Context: an optimization exercise on an open-source flow, tuned for small area, a short achievable clock period and few clock cycles per item. The choices shown serve that exercise and are no tape-out recipe.
Where RTL was checked, it was by simulation tests only, not by an equivalence proof against the original.

==> inputs of job 6671 <==
==> flow/design.v <==
module z20_align_add (
    input  wire        clk,
    input  wire        rst,           
    input  wire        in_valid,
    input  wire        in_sub,        
    input  wire [47:0] in_x,          
    input  wire [15:0] in_ex,         
    input  wire [5:0]  in_wx,         
    input  wire [47:0] in_y,
    input  wire [15:0] in_ey,
    input  wire [5:0]  in_wy,
    output reg         out_valid,
    output reg  [47:0] out_z,         
    output reg  [15:0] out_ez,        
    output reg         out_sat        
);
    function [4:0] guard_of(input [5:0] w);
        guard_of = (w >= 6'd47) ? 5'd0 : (w <= 6'd31) ? 5'd16 : (5'd15 - w[4:0]);
    endfunction
    wire        swap1, dbig1;
    z20_exp_cmp u_cmp (.ex(in_ex), .ey(in_ey), .lt(swap1), .big(dbig1));
    reg         r1_valid;
    reg  [47:0] r1_x, r1_y;
    reg         r1_sub;
    reg  [15:0] r1_ex, r1_ey;
    reg  [4:0]  r1_gx, r1_gy;
    reg         r1_swap;          
    reg  [6:0]  r1_dlo;           
    reg         r1_dbig;          
    always @(posedge clk) begin
        if (rst) r1_valid <= 1'b0;
        else     r1_valid <= in_valid;
        r1_x    <= in_x;
        r1_y    <= in_y;
        r1_sub  <= in_sub;
        r1_ex   <= in_ex;
        r1_ey   <= in_ey;
        r1_gx   <= guard_of(in_wx);
        r1_gy   <= guard_of(in_wy);
        r1_swap <= swap1;
        r1_dlo  <= in_ex[6:0] - in_ey[6:0];
        r1_dbig <= dbig1;
    end
    wire [47:0] yn;
    wire        ymin;
    z20_neg u_neg (.y(r1_y), .sub(r1_sub), .yn(yn), .ymin(ymin));
    wire        swap = r1_swap;
    wire [47:0] a    = swap ? yn : r1_x;                      
    wire [47:0] b    = swap ? r1_x : yn;
    wire [15:0] ea   = swap ? r1_ey : r1_ex;
    wire [4:0]  g    = swap ? r1_gy : r1_gx;
    wire        dbig = r1_dbig;
    wire [6:0]  d7   = swap ? -r1_dlo : r1_dlo;
    wire [7:0]  t    = {1'b0, d7} - {3'd0, g};               
    wire        tneg = t[7] & ~dbig;
    wire [4:0]  shl  = tneg ? d7[4:0] : g;                   
    wire [5:0]  s    = t[5:0] & {6{~t[7]}};                  
    wire        kill = dbig | (~t[7] & t[6]);                
    wire [48:0] a49;
    wire        abig;
    z20_lsh u_lsh (.a(a), .sh(shl), .z(a49), .big(abig));
    wire [47:0] q;
    wire        up;
    z20_rsh_rne u_rsh (.b(b), .s(s), .q(q), .up(up));
    reg         r2_valid;
    reg  [48:0] r2_a;
    reg         r2_abig;
    reg         r2_asgn;
    reg  [47:0] r2_q;
    reg         r2_up;
    reg  [15:0] r2_ea;
    reg  [4:0]  r2_shl;
    reg         r2_clamp;
    always @(posedge clk) begin
        if (rst) r2_valid <= 1'b0;
        else     r2_valid <= r1_valid;
        r2_a     <= a49;
        r2_abig  <= abig;
        r2_asgn  <= a[47];
        r2_q     <= q & {48{~kill}};
        r2_up    <= up & ~kill;
        r2_ea    <= ea;
        r2_shl   <= shl;
        r2_clamp <= r1_sub & ymin;
    end
    wire [47:0] z;
    wire        ovf;
    z20_sum_sat u_sum (.a(r2_a), .big(r2_abig), .asgn(r2_asgn), .q(r2_q), .cin(r2_up),
                       .z(z), .ovf(ovf));
    always @(posedge clk) begin
        if (rst) out_valid <= 1'b0;
        else     out_valid <= r2_valid;
        out_z   <= z;
        out_ez  <= r2_ea - {11'd0, r2_shl};
        out_sat <= ovf | r2_clamp;
    end
endmodule
module z20_exp_cmp (
    input  wire [15:0] ex,
    input  wire [15:0] ey,
    output wire        lt,
    output wire        big
);
    wire [15:0] ua = {~ex[15], ex[14:0]};
    wire [15:0] ub = {~ey[15], ey[14:0]};
    reg  [15:0] l, e;
    integer i, k;
    always @(*) begin
        l = ~ua & ub;
        e = ~(ua ^ ub);
        for (k = 1; k < 16; k = k * 2)
            for (i = 0; i < 16; i = i + 2*k) begin
                l[i] = l[i+k] | (e[i+k] & l[i]);
                e[i] = e[i+k] & e[i];
            end
    end
    assign lt = l[0];
    wire [9:0]  hx = ua[15:6];
    wire [9:0]  hy = ub[15:6];
    reg  [9:0]  px, py;
    always @(*) begin
        px[0] = 1'b1;
        py[0] = 1'b1;
        for (i = 1; i < 10; i = i + 1) begin
            px[i] = px[i-1] & hx[i-1];
            py[i] = py[i-1] & hy[i-1];
        end
    end
    wire        e0  = (hx == hy);
    wire        exy = ((hx ^ hy) == py) & ~(&hy);           
    wire        eyx = ((hx ^ hy) == px) & ~(&hx);           
    assign big = ~(e0 | exy | eyx);
endmodule
module z20_neg (
    input  wire [47:0] y,
    input  wire        sub,
    output wire [47:0] yn,
    output wire        ymin
);
    reg  [47:0] nz;
    integer i;
    always @(*) begin
        nz[0] = 1'b0;
        for (i = 1; i < 48; i = i + 1) nz[i] = nz[i-1] | y[i-1];
    end
    assign ymin = y[47] & ~nz[47];
    assign yn   = y ^ ({48{sub}} & (nz | {48{ymin}}));
endmodule
module z20_lsh (
    input  wire [47:0] a,
    input  wire [4:0]  sh,
    output wire [48:0] z,
    output reg         big
);
    assign z = {a[47], a} << sh;
    integer k;
    always @(*) begin
        big = 1'b0;
        for (k = 1; k < 16; k = k + 1)
            if (k < sh && (a[47] ^ a[47-k])) big = 1'b1;
    end
endmodule
module z20_rsh_rne (
    input  wire [47:0] b,
    input  wire [5:0]  s,
    output wire [47:0] q,
    output wire        up
);
    reg  [48:0] v;       
    reg         sticky;
    always @(*) begin
        v = {b, 1'b0};
        sticky = 1'b0;
        if (s[5]) begin sticky = sticky | (|v[31:0]); v = {{32{v[48]}}, v[48:32]}; end
        if (s[4]) begin sticky = sticky | (|v[15:0]); v = {{16{v[48]}}, v[48:16]}; end
        if (s[3]) begin sticky = sticky | (|v[7:0]);  v = {{8{v[48]}},  v[48:8]};  end
        if (s[2]) begin sticky = sticky | (|v[3:0]);  v = {{4{v[48]}},  v[48:4]};  end
        if (s[1]) begin sticky = sticky | (|v[1:0]);  v = {{2{v[48]}},  v[48:2]};  end
        if (s[0]) begin sticky = sticky | v[0];       v = {v[48], v[48:1]};        end
    end
    assign q  = v[48:1];
    assign up = v[0] & (sticky | v[1]);
endmodule
module z20_sum_sat (
    input  wire [48:0] a,
    input  wire        big,
    input  wire        asgn,
    input  wire [47:0] q,
    input  wire        cin,
    output wire [47:0] z,
    output wire        ovf
);
    localparam N = 50;
    wire [N-1:0] xa = {a[48], a};
    wire [N-1:0] xb = {{2{q[47]}}, q};
    wire [N-1:0] pp = xa ^ xb;
    reg  [N-1:0] gg, gp;
    reg  [N-1:0] c;          
    integer j, l;
    always @(*) begin
        gg = xa & xb;
        gp = pp;
        gg[0] = gg[0] | (pp[0] & cin);
        for (l = 1; l < 64; l = l * 2)
            for (j = 2*l - 1; j < N; j = j + 2*l) begin
                gg[j] = gg[j] | (gp[j] & gg[j-l]);
                gp[j] = gp[j] & gp[j-l];
            end
        for (l = 16; l >= 1; l = l / 2)
            for (j = 3*l - 1; j < N; j = j + 2*l) begin
                gg[j] = gg[j] | (gp[j] & gg[j-l]);
                gp[j] = gp[j] & gp[j-l];
            end
        c = {gg[N-2:0], cin};
    end
    wire [N-1:0] sum = pp ^ c;
    wire         neg = big ? asgn : sum[49];
    assign ovf = big | (sum[49:47] != {3{sum[49]}});
    assign z   = ovf ? {neg, {47{~neg}}} : sum[47:0];
endmodule
==> flow/flow/run.sh <==
#!/bin/bash
# Standard ORFS layout (the standard.sh, unchanged synthesis), with:
#  - port buffers of sky130_fd_sc_hd__buf_1 instead of the default choice
#  - timing repair aiming for 12 ns of setup slack at the design's period
set -euo pipefail
bash standard.sh SETUP_SLACK_MARGIN=12 "BUFFER_PORTS_ARGS=-buffer_cell sky130_fd_sc_hd__buf_1" finish > make_finish.log 2>&1
==> flow/standard.sh <==
#!/bin/bash
# synth_recipe.tcl (not shown) runs the flow's synth.tcl, then flattens the netlist and writes it again
# the make line also repeats each setting of config.mk as NAME=value (left out here)
make -C /OpenROAD-flow-scripts/flow DESIGN_CONFIG=/design/flow/config.mk WORK_HOME=/design/flow/orfs CLKGATE_MAP_FILE= SYNTH_SCRIPT=/design/flow/synth_recipe.tcl "${@:-finish}"
==> flow/config.mk <==
export PLATFORM = sky130hd
export DESIGN_NAME = z20_align_add
export DESIGN_NICKNAME = z20_align_add
export VERILOG_FILES = /design/flow/design.v
export SDC_FILE = /design/flow/constraint.sdc
export NUM_CORES = 4
export LEC_CHECK = 0
export CAP_MARGIN = 20
export CORE_MARGIN = 2
export CORE_UTILIZATION = 50
export CTS_BUF_LIST = sky130_fd_sc_hd__clkbuf_8
export SLEW_MARGIN = 20
==> flow/constraint.sdc <==
create_clock -name core_clock -period 17.0 [get_ports {clk}]
set_input_delay 3.4000 -clock core_clock [delete_from_list [all_inputs] [get_ports {clk}]]
set_output_delay 3.4000 -clock core_clock [all_outputs]
set_load 0.01 [all_outputs]
==> job 3789: changes against job 6671 <==
==> flow/design.v, changed modules only <==
module z20_align_add (
    input  wire        clk,
    input  wire        rst,           
    input  wire        in_valid,
    input  wire        in_sub,        
    input  wire [47:0] in_x,          
    input  wire [15:0] in_ex,         
    input  wire [5:0]  in_wx,         
    input  wire [47:0] in_y,
    input  wire [15:0] in_ey,
    input  wire [5:0]  in_wy,
    output reg         out_valid,
    output reg  [47:0] out_z,         
    output reg  [15:0] out_ez,        
    output reg         out_sat        
);
    function [4:0] guard_of(input [5:0] w);
        guard_of = (w >= 6'd47) ? 5'd0 : (w <= 6'd31) ? 5'd16 : (5'd15 - w[4:0]);
    endfunction
    wire [4:0]  gx = guard_of(in_wx);
    wire [4:0]  gy = guard_of(in_wy);
    wire        swap1, dbig1;
    z20_exp_cmp u_cmp (.ex(in_ex), .ey(in_ey), .lt(swap1), .big(dbig1));
    reg         r1_valid;
    reg  [47:0] r1_x, r1_y;
    reg         r1_sub;
    reg         r1_clamp;         
    reg  [15:0] r1_ex, r1_ey;
    reg  [4:0]  r1_gx, r1_gy;
    reg         r1_swap;          
    reg  [7:0]  r1_dxy, r1_dyx;   
    reg         r1_dbig;          
    always @(posedge clk) begin
        if (rst) r1_valid <= 1'b0;
        else     r1_valid <= in_valid;
        r1_x    <= in_x;
        r1_y    <= in_y;
        r1_sub  <= in_sub;
        r1_clamp <= in_sub & in_y[47] & ~(|in_y[46:0]);
        r1_ex   <= in_ex;
        r1_ey   <= in_ey;
        r1_gx   <= gx;
        r1_gy   <= gy;
        r1_swap <= swap1;
        r1_dxy  <= in_ex[7:0] - in_ey[7:0];
        r1_dyx  <= in_ey[7:0] - in_ex[7:0];
        r1_dbig <= dbig1;
    end
    wire [47:0] yn;
    z20_neg u_neg (.y(r1_y), .sub(r1_sub), .clamp(r1_clamp), .yn(yn));
    wire        swap = r1_swap;
    wire [47:0] a    = swap ? yn : r1_x;                      
    wire [47:0] b    = swap ? r1_x : yn;
    wire [15:0] ea   = swap ? r1_ey : r1_ex;
    wire [4:0]  g    = swap ? r1_gy : r1_gx;
    wire        dbig = r1_dbig;
    wire [7:0]  d    = swap ? r1_dyx : r1_dxy;
    wire [7:0]  t    = d - {3'd0, g};
    wire        tneg = t[7] & ~dbig;
    wire [4:0]  shl  = tneg ? {1'b0, d[3:0]} : g;            
    wire [5:0]  s    = {((t[5] | t[6]) & ~t[7]) | dbig,
                        ((t[4] | t[6]) & ~t[7]) | dbig,
                        t[3:0] & {4{~t[7]}}};
    wire [48:0] a49;
    wire        abig;
    z20_lsh u_lsh (.a(a), .sh(shl), .z(a49), .big(abig));
    wire [47:0] q;
    wire        up;
    z20_rsh_rne u_rsh (.b(b), .s(s), .q(q), .up(up));
    reg         r2_valid;
    reg  [48:0] r2_a;
    reg         r2_abig;
    reg         r2_asgn;
    reg  [47:0] r2_q;
    reg         r2_up;
    reg  [15:0] r2_ea;
    reg  [4:0]  r2_shl;
    reg         r2_clamp;
    always @(posedge clk) begin
        if (rst) r2_valid <= 1'b0;
        else     r2_valid <= r1_valid;
        r2_a     <= a49;
        r2_abig  <= abig;
        r2_asgn  <= a[47];
        r2_q     <= q;
        r2_up    <= up;
        r2_ea    <= ea;
        r2_shl   <= shl;
        r2_clamp <= r1_clamp;
    end
    wire [47:0] z;
    wire        ovf;
    z20_sum_sat u_sum (.a(r2_a), .big(r2_abig), .asgn(r2_asgn), .q(r2_q), .cin(r2_up),
                       .z(z), .ovf(ovf));
    always @(posedge clk) begin
        if (rst) out_valid <= 1'b0;
        else     out_valid <= r2_valid;
        out_z   <= z;
        out_ez  <= r2_ea - {11'd0, r2_shl};
        out_sat <= ovf | r2_clamp;
    end
endmodule
module z20_neg (
    input  wire [47:0] y,
    input  wire        sub,
    input  wire        clamp,
    output wire [47:0] yn
);
    reg  [47:0] nz;
    integer i;
    always @(*) begin
        nz[0] = 1'b0;
        for (i = 1; i < 48; i = i + 1) nz[i] = nz[i-1] | y[i-1];
    end
    assign yn = y ^ (({48{sub}} & nz) | {48{clamp}});
endmodule
module z20_lsh (
    input  wire [47:0] a,
    input  wire [4:0]  sh,
    output wire [48:0] z,
    output reg         big
);
    reg  [48:0] v;
    always @(*) begin
        v = {a[47], a};
        if (sh[0]) v = {v[47:0], 1'd0};
        if (sh[1]) v = {v[46:0], 2'd0};
        if (sh[2]) v = {v[44:0], 4'd0};
        if (sh[3]) v = {v[40:0], 8'd0};
        if (sh[4]) v = {a[32:0], 16'd0};
    end
    assign z = v;
    integer k;
    always @(*) begin
        big = 1'b0;
        for (k = 1; k < 16; k = k + 1)
            if (k < sh && (a[47] ^ a[47-k])) big = 1'b1;
    end
endmodule
module z20_sum_sat (
    input  wire [48:0] a,
    input  wire        big,
    input  wire        asgn,
    input  wire [47:0] q,
    input  wire        cin,
    output wire [47:0] z,
    output wire        ovf
);
    localparam N = 50;
    wire [N-1:0] xa = {a[48], a};
    wire [N-1:0] xb = {{2{q[47]}}, q};
    wire [N-1:0] pp = xa ^ xb;
    reg  [N-1:0] gg, gp;
    reg  [N-1:0] c;          
    integer j, l;
    always @(*) begin
        gg = xa & xb;
        gp = pp;
        gg[0] = gg[0] | (pp[0] & cin);
        for (l = 1; l < 64; l = l * 2)
            for (j = N - 1; j >= 0; j = j - 1)
                if (j & l) begin
                    gg[j] = gg[j] | (gp[j] & gg[((j / l) * l) - 1]);
                    gp[j] = gp[j] & gp[((j / l) * l) - 1];
                end
        c = {gg[N-2:0], cin};
    end
    wire [N-1:0] sum = pp ^ c;
    wire         neg = big ? asgn : sum[49];
    assign ovf = big | (sum[49:47] != {3{sum[49]}});
    assign z   = ovf ? {neg, {47{~neg}}} : sum[47:0];
endmodule
==> flow/flow/run.sh (replaced) <==
#!/bin/bash
# Standard ORFS layout (the standard.sh, unchanged synthesis), with:
#  - port buffers of sky130_fd_sc_hd__buf_1 instead of the default choice
#  - timing repair aiming for 12 ns of setup slack at the design's period
#  - clock tree: clkbuf_8 buffers, larger sink clusters, no dummy loads
set -euo pipefail
bash standard.sh SETUP_SLACK_MARGIN=12 \
  "BUFFER_PORTS_ARGS=-buffer_cell sky130_fd_sc_hd__buf_1" \
  "CTS_ARGS=-sink_clustering_enable -repair_clock_nets -buf_list sky130_fd_sc_hd__clkbuf_8 -sink_clustering_size 16 -sink_clustering_max_diameter 60 -dont_use_dummy_load" \
  finish > make_finish.log 2>&1
Settings changed: SYNTH_HIERARCHICAL set to 1.
==> job 8898: changes against job 6671 <==
==> flow/design.v, changed modules only <==
module z20_align_add (
    input  wire        clk,
    input  wire        rst,           
    input  wire        in_valid,
    input  wire        in_sub,        
    input  wire [47:0] in_x,          
    input  wire [15:0] in_ex,         
    input  wire [5:0]  in_wx,         
    input  wire [47:0] in_y,
    input  wire [15:0] in_ey,
    input  wire [5:0]  in_wy,
    output reg         out_valid,
    output reg  [47:0] out_z,         
    output reg  [15:0] out_ez,        
    output reg         out_sat        
);
    function [4:0] guard_of(input [5:0] w);
        guard_of = (w >= 6'd47) ? 5'd0 : (w <= 6'd31) ? 5'd16 : (5'd15 - w[4:0]);
    endfunction
    wire [4:0]  gx = guard_of(in_wx);
    wire [4:0]  gy = guard_of(in_wy);
    wire        swap1, dbig1;
    z20_exp_cmp u_cmp (.ex(in_ex), .ey(in_ey), .lt(swap1), .big(dbig1));
    reg         r1_valid;
    reg  [47:0] r1_x, r1_y;
    reg         r1_sub;
    reg         r1_clamp;         
    reg  [15:0] r1_ex, r1_ey;
    reg  [4:0]  r1_gx, r1_gy;
    reg         r1_swap;          
    reg  [7:0]  r1_dxy, r1_dyx;   
    reg         r1_dbig;          
    always @(posedge clk) begin
        if (rst) r1_valid <= 1'b0;
        else     r1_valid <= in_valid;
        r1_x    <= in_x;
        r1_y    <= in_y;
        r1_sub  <= in_sub;
        r1_clamp <= in_sub & in_y[47] & ~(|in_y[46:0]);
        r1_ex   <= in_ex;
        r1_ey   <= in_ey;
        r1_gx   <= gx;
        r1_gy   <= gy;
        r1_swap <= swap1;
        r1_dxy  <= in_ex[7:0] - in_ey[7:0];
        r1_dyx  <= in_ey[7:0] - in_ex[7:0];
        r1_dbig <= dbig1;
    end
    wire [47:0] yn;
    z20_neg u_neg (.y(r1_y), .sub(r1_sub), .clamp(r1_clamp), .yn(yn));
    wire        swap = r1_swap;
    wire [47:0] a    = swap ? yn : r1_x;                      
    wire [47:0] b    = swap ? r1_x : yn;
    wire [15:0] ea   = swap ? r1_ey : r1_ex;
    wire [4:0]  g    = swap ? r1_gy : r1_gx;
    wire        dbig = r1_dbig;
    wire [7:0]  d    = swap ? r1_dyx : r1_dxy;
    wire [7:0]  t    = d - {3'd0, g};
    wire        tneg = t[7] & ~dbig;
    wire [4:0]  shl  = tneg ? {1'b0, d[3:0]} : g;            
    wire [5:0]  s    = {((t[5] | t[6]) & ~t[7]) | dbig,
                        ((t[4] | t[6]) & ~t[7]) | dbig,
                        t[3:0] & {4{~t[7]}}};
    wire [48:0] a49;
    wire        abig;
    z20_lsh u_lsh (.a(a), .sh(shl), .z(a49), .big(abig));
    wire [47:0] q;
    wire        up;
    z20_rsh_rne u_rsh (.b(b), .s(s), .q(q), .up(up));
    reg         r2_valid;
    reg  [48:0] r2_a;
    reg         r2_abig;
    reg         r2_asgn;
    reg  [47:0] r2_q;
    reg         r2_up;
    reg  [15:0] r2_ea;
    reg  [4:0]  r2_shl;
    reg         r2_clamp;
    always @(posedge clk) begin
        if (rst) r2_valid <= 1'b0;
        else     r2_valid <= r1_valid;
        r2_a     <= a49;
        r2_abig  <= abig;
        r2_asgn  <= a[47];
        r2_q     <= q;
        r2_up    <= up;
        r2_ea    <= ea;
        r2_shl   <= shl;
        r2_clamp <= r1_clamp;
    end
    wire [47:0] z;
    wire        ovf;
    z20_sum_sat u_sum (.a(r2_a), .big(r2_abig), .asgn(r2_asgn), .q(r2_q), .cin(r2_up),
                       .z(z), .ovf(ovf));
    always @(posedge clk) begin
        if (rst) out_valid <= 1'b0;
        else     out_valid <= r2_valid;
        out_z   <= z;
        out_ez  <= r2_ea - {11'd0, r2_shl};
        out_sat <= ovf | r2_clamp;
    end
endmodule
module z20_neg (
    input  wire [47:0] y,
    input  wire        sub,
    input  wire        clamp,
    output wire [47:0] yn
);
    reg  [47:0] nz;
    integer i;
    always @(*) begin
        nz[0] = 1'b0;
        for (i = 1; i < 48; i = i + 1) nz[i] = nz[i-1] | y[i-1];
    end
    assign yn = y ^ (({48{sub}} & nz) | {48{clamp}});
endmodule
module z20_lsh (
    input  wire [47:0] a,
    input  wire [4:0]  sh,
    output wire [48:0] z,
    output reg         big
);
    reg  [48:0] v;
    always @(*) begin
        v = {a[47], a};
        if (sh[0]) v = {v[47:0], 1'd0};
        if (sh[1]) v = {v[46:0], 2'd0};
        if (sh[2]) v = {v[44:0], 4'd0};
        if (sh[3]) v = {v[40:0], 8'd0};
        if (sh[4]) v = {a[32:0], 16'd0};
    end
    assign z = v;
    integer k;
    always @(*) begin
        big = 1'b0;
        for (k = 1; k < 16; k = k + 1)
            if (k < sh && (a[47] ^ a[47-k])) big = 1'b1;
    end
endmodule
==> flow/flow/run.sh (replaced) <==
#!/bin/bash
# Standard ORFS layout (the standard.sh, unchanged synthesis), with:
#  - port buffers of sky130_fd_sc_hd__buf_1 instead of the default choice
#  - timing repair aiming for 12.5 ns of setup slack at the design's period
#  - clock tree: clkbuf_8 buffers, larger sink clusters, no dummy loads
set -euo pipefail
bash standard.sh SETUP_SLACK_MARGIN=12.5 \
  "BUFFER_PORTS_ARGS=-buffer_cell sky130_fd_sc_hd__buf_1" \
  "CTS_ARGS=-sink_clustering_enable -repair_clock_nets -buf_list sky130_fd_sc_hd__clkbuf_8 -sink_clustering_size 16 -sink_clustering_max_diameter 60 -dont_use_dummy_load" \
  finish > make_finish.log 2>&1
Settings changed: CORE_UTILIZATION 50 to 40, SYNTH_HIERARCHICAL set to 1.
==> job 8806: changes against job 6671 <==
==> flow/design.v, changed modules only <==
module z20_align_add (
    input  wire        clk,
    input  wire        rst,           
    input  wire        in_valid,
    input  wire        in_sub,        
    input  wire [47:0] in_x,          
    input  wire [15:0] in_ex,         
    input  wire [5:0]  in_wx,         
    input  wire [47:0] in_y,
    input  wire [15:0] in_ey,
    input  wire [5:0]  in_wy,
    output reg         out_valid,
    output reg  [47:0] out_z,         
    output reg  [15:0] out_ez,        
    output reg         out_sat        
);
    function [4:0] guard_of(input [5:0] w);
        guard_of = (w >= 6'd47) ? 5'd0 : (w <= 6'd31) ? 5'd16 : (5'd15 - w[4:0]);
    endfunction
    wire [4:0]  gx = guard_of(in_wx);
    wire [4:0]  gy = guard_of(in_wy);
    wire        swap1, dbig1;
    z20_exp_cmp u_cmp (.ex(in_ex), .ey(in_ey), .lt(swap1), .big(dbig1));
    reg         r1_valid;
    reg  [47:0] r1_x, r1_y;
    reg         r1_sub;
    reg         r1_clamp;         
    reg  [15:0] r1_ex, r1_ey;
    reg  [4:0]  r1_gx, r1_gy;
    reg         r1_swap;          
    reg  [7:0]  r1_dxy, r1_dyx;   
    reg         r1_dbig;          
    always @(posedge clk) begin
        if (rst) r1_valid <= 1'b0;
        else     r1_valid <= in_valid;
        r1_x    <= in_x;
        r1_y    <= in_y;
        r1_sub  <= in_sub;
        r1_clamp <= in_sub & in_y[47] & ~(|in_y[46:0]);
        r1_ex   <= in_ex;
        r1_ey   <= in_ey;
        r1_gx   <= gx;
        r1_gy   <= gy;
        r1_swap <= swap1;
        r1_dxy  <= in_ex[7:0] - in_ey[7:0];
        r1_dyx  <= in_ey[7:0] - in_ex[7:0];
        r1_dbig <= dbig1;
    end
    wire [47:0] yn;
    z20_neg u_neg (.y(r1_y), .sub(r1_sub), .clamp(r1_clamp), .yn(yn));
    wire        swap = r1_swap;
    wire [47:0] a    = swap ? yn : r1_x;                      
    wire [47:0] b    = swap ? r1_x : yn;
    wire [15:0] ea   = swap ? r1_ey : r1_ex;
    wire [4:0]  g    = swap ? r1_gy : r1_gx;
    wire        dbig = r1_dbig;
    wire [7:0]  d    = swap ? r1_dyx : r1_dxy;
    wire [7:0]  t    = d - {3'd0, g};
    wire        tneg = t[7] & ~dbig;
    wire [4:0]  shl  = tneg ? {1'b0, d[3:0]} : g;            
    wire [5:0]  s    = {((t[5] | t[6]) & ~t[7]) | dbig,
                        ((t[4] | t[6]) & ~t[7]) | dbig,
                        t[3:0] & {4{~t[7]}}};
    wire [48:0] a49;
    wire        abig;
    z20_lsh u_lsh (.a(a), .sh(shl), .z(a49), .big(abig));
    wire [47:0] q;
    wire        up;
    z20_rsh_rne u_rsh (.b(b), .s(s), .q(q), .up(up));
    reg         r2_valid;
    reg  [48:0] r2_a;
    reg         r2_abig;
    reg         r2_asgn;
    reg  [47:0] r2_q;
    reg         r2_up;
    reg  [15:0] r2_ea;
    reg  [4:0]  r2_shl;
    reg         r2_clamp;
    always @(posedge clk) begin
        if (rst) r2_valid <= 1'b0;
        else     r2_valid <= r1_valid;
        r2_a     <= a49;
        r2_abig  <= abig;
        r2_asgn  <= a[47];
        r2_q     <= q;
        r2_up    <= up;
        r2_ea    <= ea;
        r2_shl   <= shl;
        r2_clamp <= r1_clamp;
    end
    wire [47:0] z;
    wire        ovf;
    z20_sum_sat u_sum (.a(r2_a), .big(r2_abig), .asgn(r2_asgn), .q(r2_q), .cin(r2_up),
                       .z(z), .ovf(ovf));
    always @(posedge clk) begin
        if (rst) out_valid <= 1'b0;
        else     out_valid <= r2_valid;
        out_z   <= z;
        out_ez  <= r2_ea - {11'd0, r2_shl};
        out_sat <= ovf | r2_clamp;
    end
endmodule
module z20_neg (
    input  wire [47:0] y,
    input  wire        sub,
    input  wire        clamp,
    output wire [47:0] yn
);
    reg  [47:0] nz;
    integer i;
    always @(*) begin
        nz[0] = 1'b0;
        for (i = 1; i < 48; i = i + 1) nz[i] = nz[i-1] | y[i-1];
    end
    assign yn = y ^ (({48{sub}} & nz) | {48{clamp}});
endmodule
module z20_lsh (
    input  wire [47:0] a,
    input  wire [4:0]  sh,
    output wire [48:0] z,
    output reg         big
);
    reg  [48:0] v;
    always @(*) begin
        v = {a[47], a};
        if (sh[0]) v = {v[47:0], 1'd0};
        if (sh[1]) v = {v[46:0], 2'd0};
        if (sh[2]) v = {v[44:0], 4'd0};
        if (sh[3]) v = {v[40:0], 8'd0};
        if (sh[4]) v = {a[32:0], 16'd0};
    end
    assign z = v;
    integer k;
    always @(*) begin
        big = 1'b0;
        for (k = 1; k < 16; k = k + 1)
            if (k < sh && (a[47] ^ a[47-k])) big = 1'b1;
    end
endmodule
==> flow/flow/run.sh (replaced) <==
#!/bin/bash
# Standard ORFS layout (the standard.sh, unchanged synthesis), with:
#  - port buffers of sky130_fd_sc_hd__buf_1 instead of the default choice
#  - timing repair aiming for 12.4 ns of setup slack at the design's period
#  - clock tree: clkbuf_8 buffers, larger sink clusters, no dummy loads
set -euo pipefail
bash standard.sh SETUP_SLACK_MARGIN=12.4 \
  "BUFFER_PORTS_ARGS=-buffer_cell sky130_fd_sc_hd__buf_1" \
  "CTS_ARGS=-sink_clustering_enable -repair_clock_nets -buf_list sky130_fd_sc_hd__clkbuf_8 -sink_clustering_size 16 -sink_clustering_max_diameter 60 -dont_use_dummy_load" \
  finish > make_finish.log 2>&1
Settings changed: CORE_UTILIZATION 50 to 45, SYNTH_HIERARCHICAL set to 1.
==> flow_metrics.py <==
metrics = {
    "layout": {
        "instances_no_fill": 3064,
        "seqCellArea_sq_um": 6770,
        "multi_input_area_share": 0.557,
    },
    "synthesis": {
        "avgSynthCellArea_sq_um": 8.77,
    },
    "min_path": {
        "holdPathEnd": "out_ez[6]$_DFF_P_",
    },
    "timing": {
        "maxSlewHeadroom": 0.222,
        "max_freq_mhz": 199,
    },
    "drt": {
        "initialDrtViolationCount": 1577,
    },
    "critical_path": {
        "rrSetupSlack_ps": 11970,
        "slowest_stage": "a311o_1",
    },
    "run_status": {
        "status": "finished clean",
    },
}
[end of results for job 6671]
==> flow_metrics.py <==
metrics = {
    "synthesis": {
        "synth_top_area_share": 0.337,
        "synthCells": 2155,
        "synth_edf_count": 0,
    },
    "run_status": {
        "status": "finished clean",
    },
    "critical_path": {
        "slowest_stage": "or4_1",
        "rrSetupSlack_ps": 12450,
    },
    "layout": {
        "seqCellArea_sq_um": 6950,
        "clock_buffers": 34,
        "instances_no_fill": 2936,
    },
    "drt": {
        "initialDrtViolationCount": 1228,
    },
    "clock_tree": {
        "clock_sinks": 347,
    },
    "min_path": {
        "holdPathEnd": "out_sat$_DFF_P_",
    },
    "timing": {
        "max_freq_mhz": 220,
    },
}
[end of results for job 8806]
==> flow_metrics.py <==
metrics = {
    "critical_path": {
        "cp_top_family": "compound AO/OA/AOI/OAI gates",
        "cp-startpoint": "r2_a[0]$_DFF_P_",
        "rrSetupSlack_ps": 12500,
        "slowest_stage": "fa_1",
    },
    "min_path": {
        "holdPathEnd": "out_sat$_DFF_P_",
    },
    "timing": {
        "max_freq_mhz": 222,
        "maxSlewHeadroom": 0.361,
    },
    "synthesis": {
        "avgSynthCellArea_sq_um": 9.56,
    },
    "layout": {
        "seqCellArea_sq_um": 6970,
        "multi_input_area_share": 0.558,
    },
    "drt": {
        "initialDrtViolationCount": 1633,
    },
    "run_status": {
        "status": "finished clean",
    },
}
[end of results for job 8898]
==> flow_metrics.py <==
metrics = {
    "run_status": {
        "status": "finished clean",
    },
    "min_path": {
        "holdPathEnd": "out_ez[12]$_DFF_P_",
    },
    "layout": {
        "seqCellArea_sq_um": 6950,
        "multi_input_area_share": 0.571,
        "instances_no_fill": 2858,
    },
    "drt": {
        "viasPerCell": 5.93,
        "initialDrtViolationCount": 1397,
    },
    "timing": {
        "max_freq_mhz": 209,
        "maxSlewHeadroom": 0.366,
        "setup-tns-final_ps": 0,
    },
    "synthesis": {
        "avgSynthCellArea_sq_um": 9.52,
        "ys.flop_type": "dfxtp_1",
        "yosys.area_share.simple": 0.121,
    },
    "critical_path": {
        "rrSetupSlack_ps": 12210,
        "slowest_stage": "or4_1",
        "setup.worst_path.class": "flop to flop",
    },
}
[end of results for job 3789]
Testbench counts of job 3789, summed over its fixed seeds: cycles 3,224, items 3,200.
Testbench counts of job 8898, summed over its fixed seeds: cycles 3,224, items 3,200.
Testbench counts of job 8806, summed over its fixed seeds: cycles 3,224, items 3,200.
For job 6671, only the layout was checked, not whether the RTL still works.

## re-timing with driven ports
The results above use ideal ports. As a check the final layouts listed here were re-extracted and re-timed, cells and wires unchanged. Step 1 (the two cells are an assumption about what drives the block):
set clk [get_ports {clk}]
set_driving_cell -lib_cell sky130_fd_sc_hd__clkbuf_16 $clk
set_driving_cell -lib_cell sky130_fd_sc_hd__buf_2 [delete_from_list [all_inputs] $clk]
Step 2 also shifts input and output timing later by t, the mid clock arrival at the registers, as if the neighbouring blocks saw the same clock. Three values: ideal, step 1, step 2; two values: the first two.
| run | t (ns) | setup slack, ns | hold WS [ns] | clock arrival spread, ns | pins driven straight from the clock port |
|---|---|---|---|---|---|
| job 6671 | 0.691 | 11.965 / 11.965 / 11.672 | 0.440 / 0.440 / 0.440 | 0.029 / 0.028 | 1 |
| job 3789 | 0.637 | 12.210 / 12.210 / 11.610 | 0.423 / 0.423 / 0.423 | 0.071 / 0.072 | 1 |
| job 8898 | 0.638 | 12.501 / 12.454 / 11.922 | 0.426 / 0.426 / 0.426 | 0.130 / 0.130 | 1 |
| job 8806 | 0.635 | 12.452 / 12.430 / 11.893 | 0.418 / 0.418 / 0.418 | 0.077 / 0.077 | 1 |
After both steps setup and hold are still met in every run listed. For job 3789, which loses most, drivers alone change the setup slack by 0.000 ns; drivers and shift together by -0.600 ns.
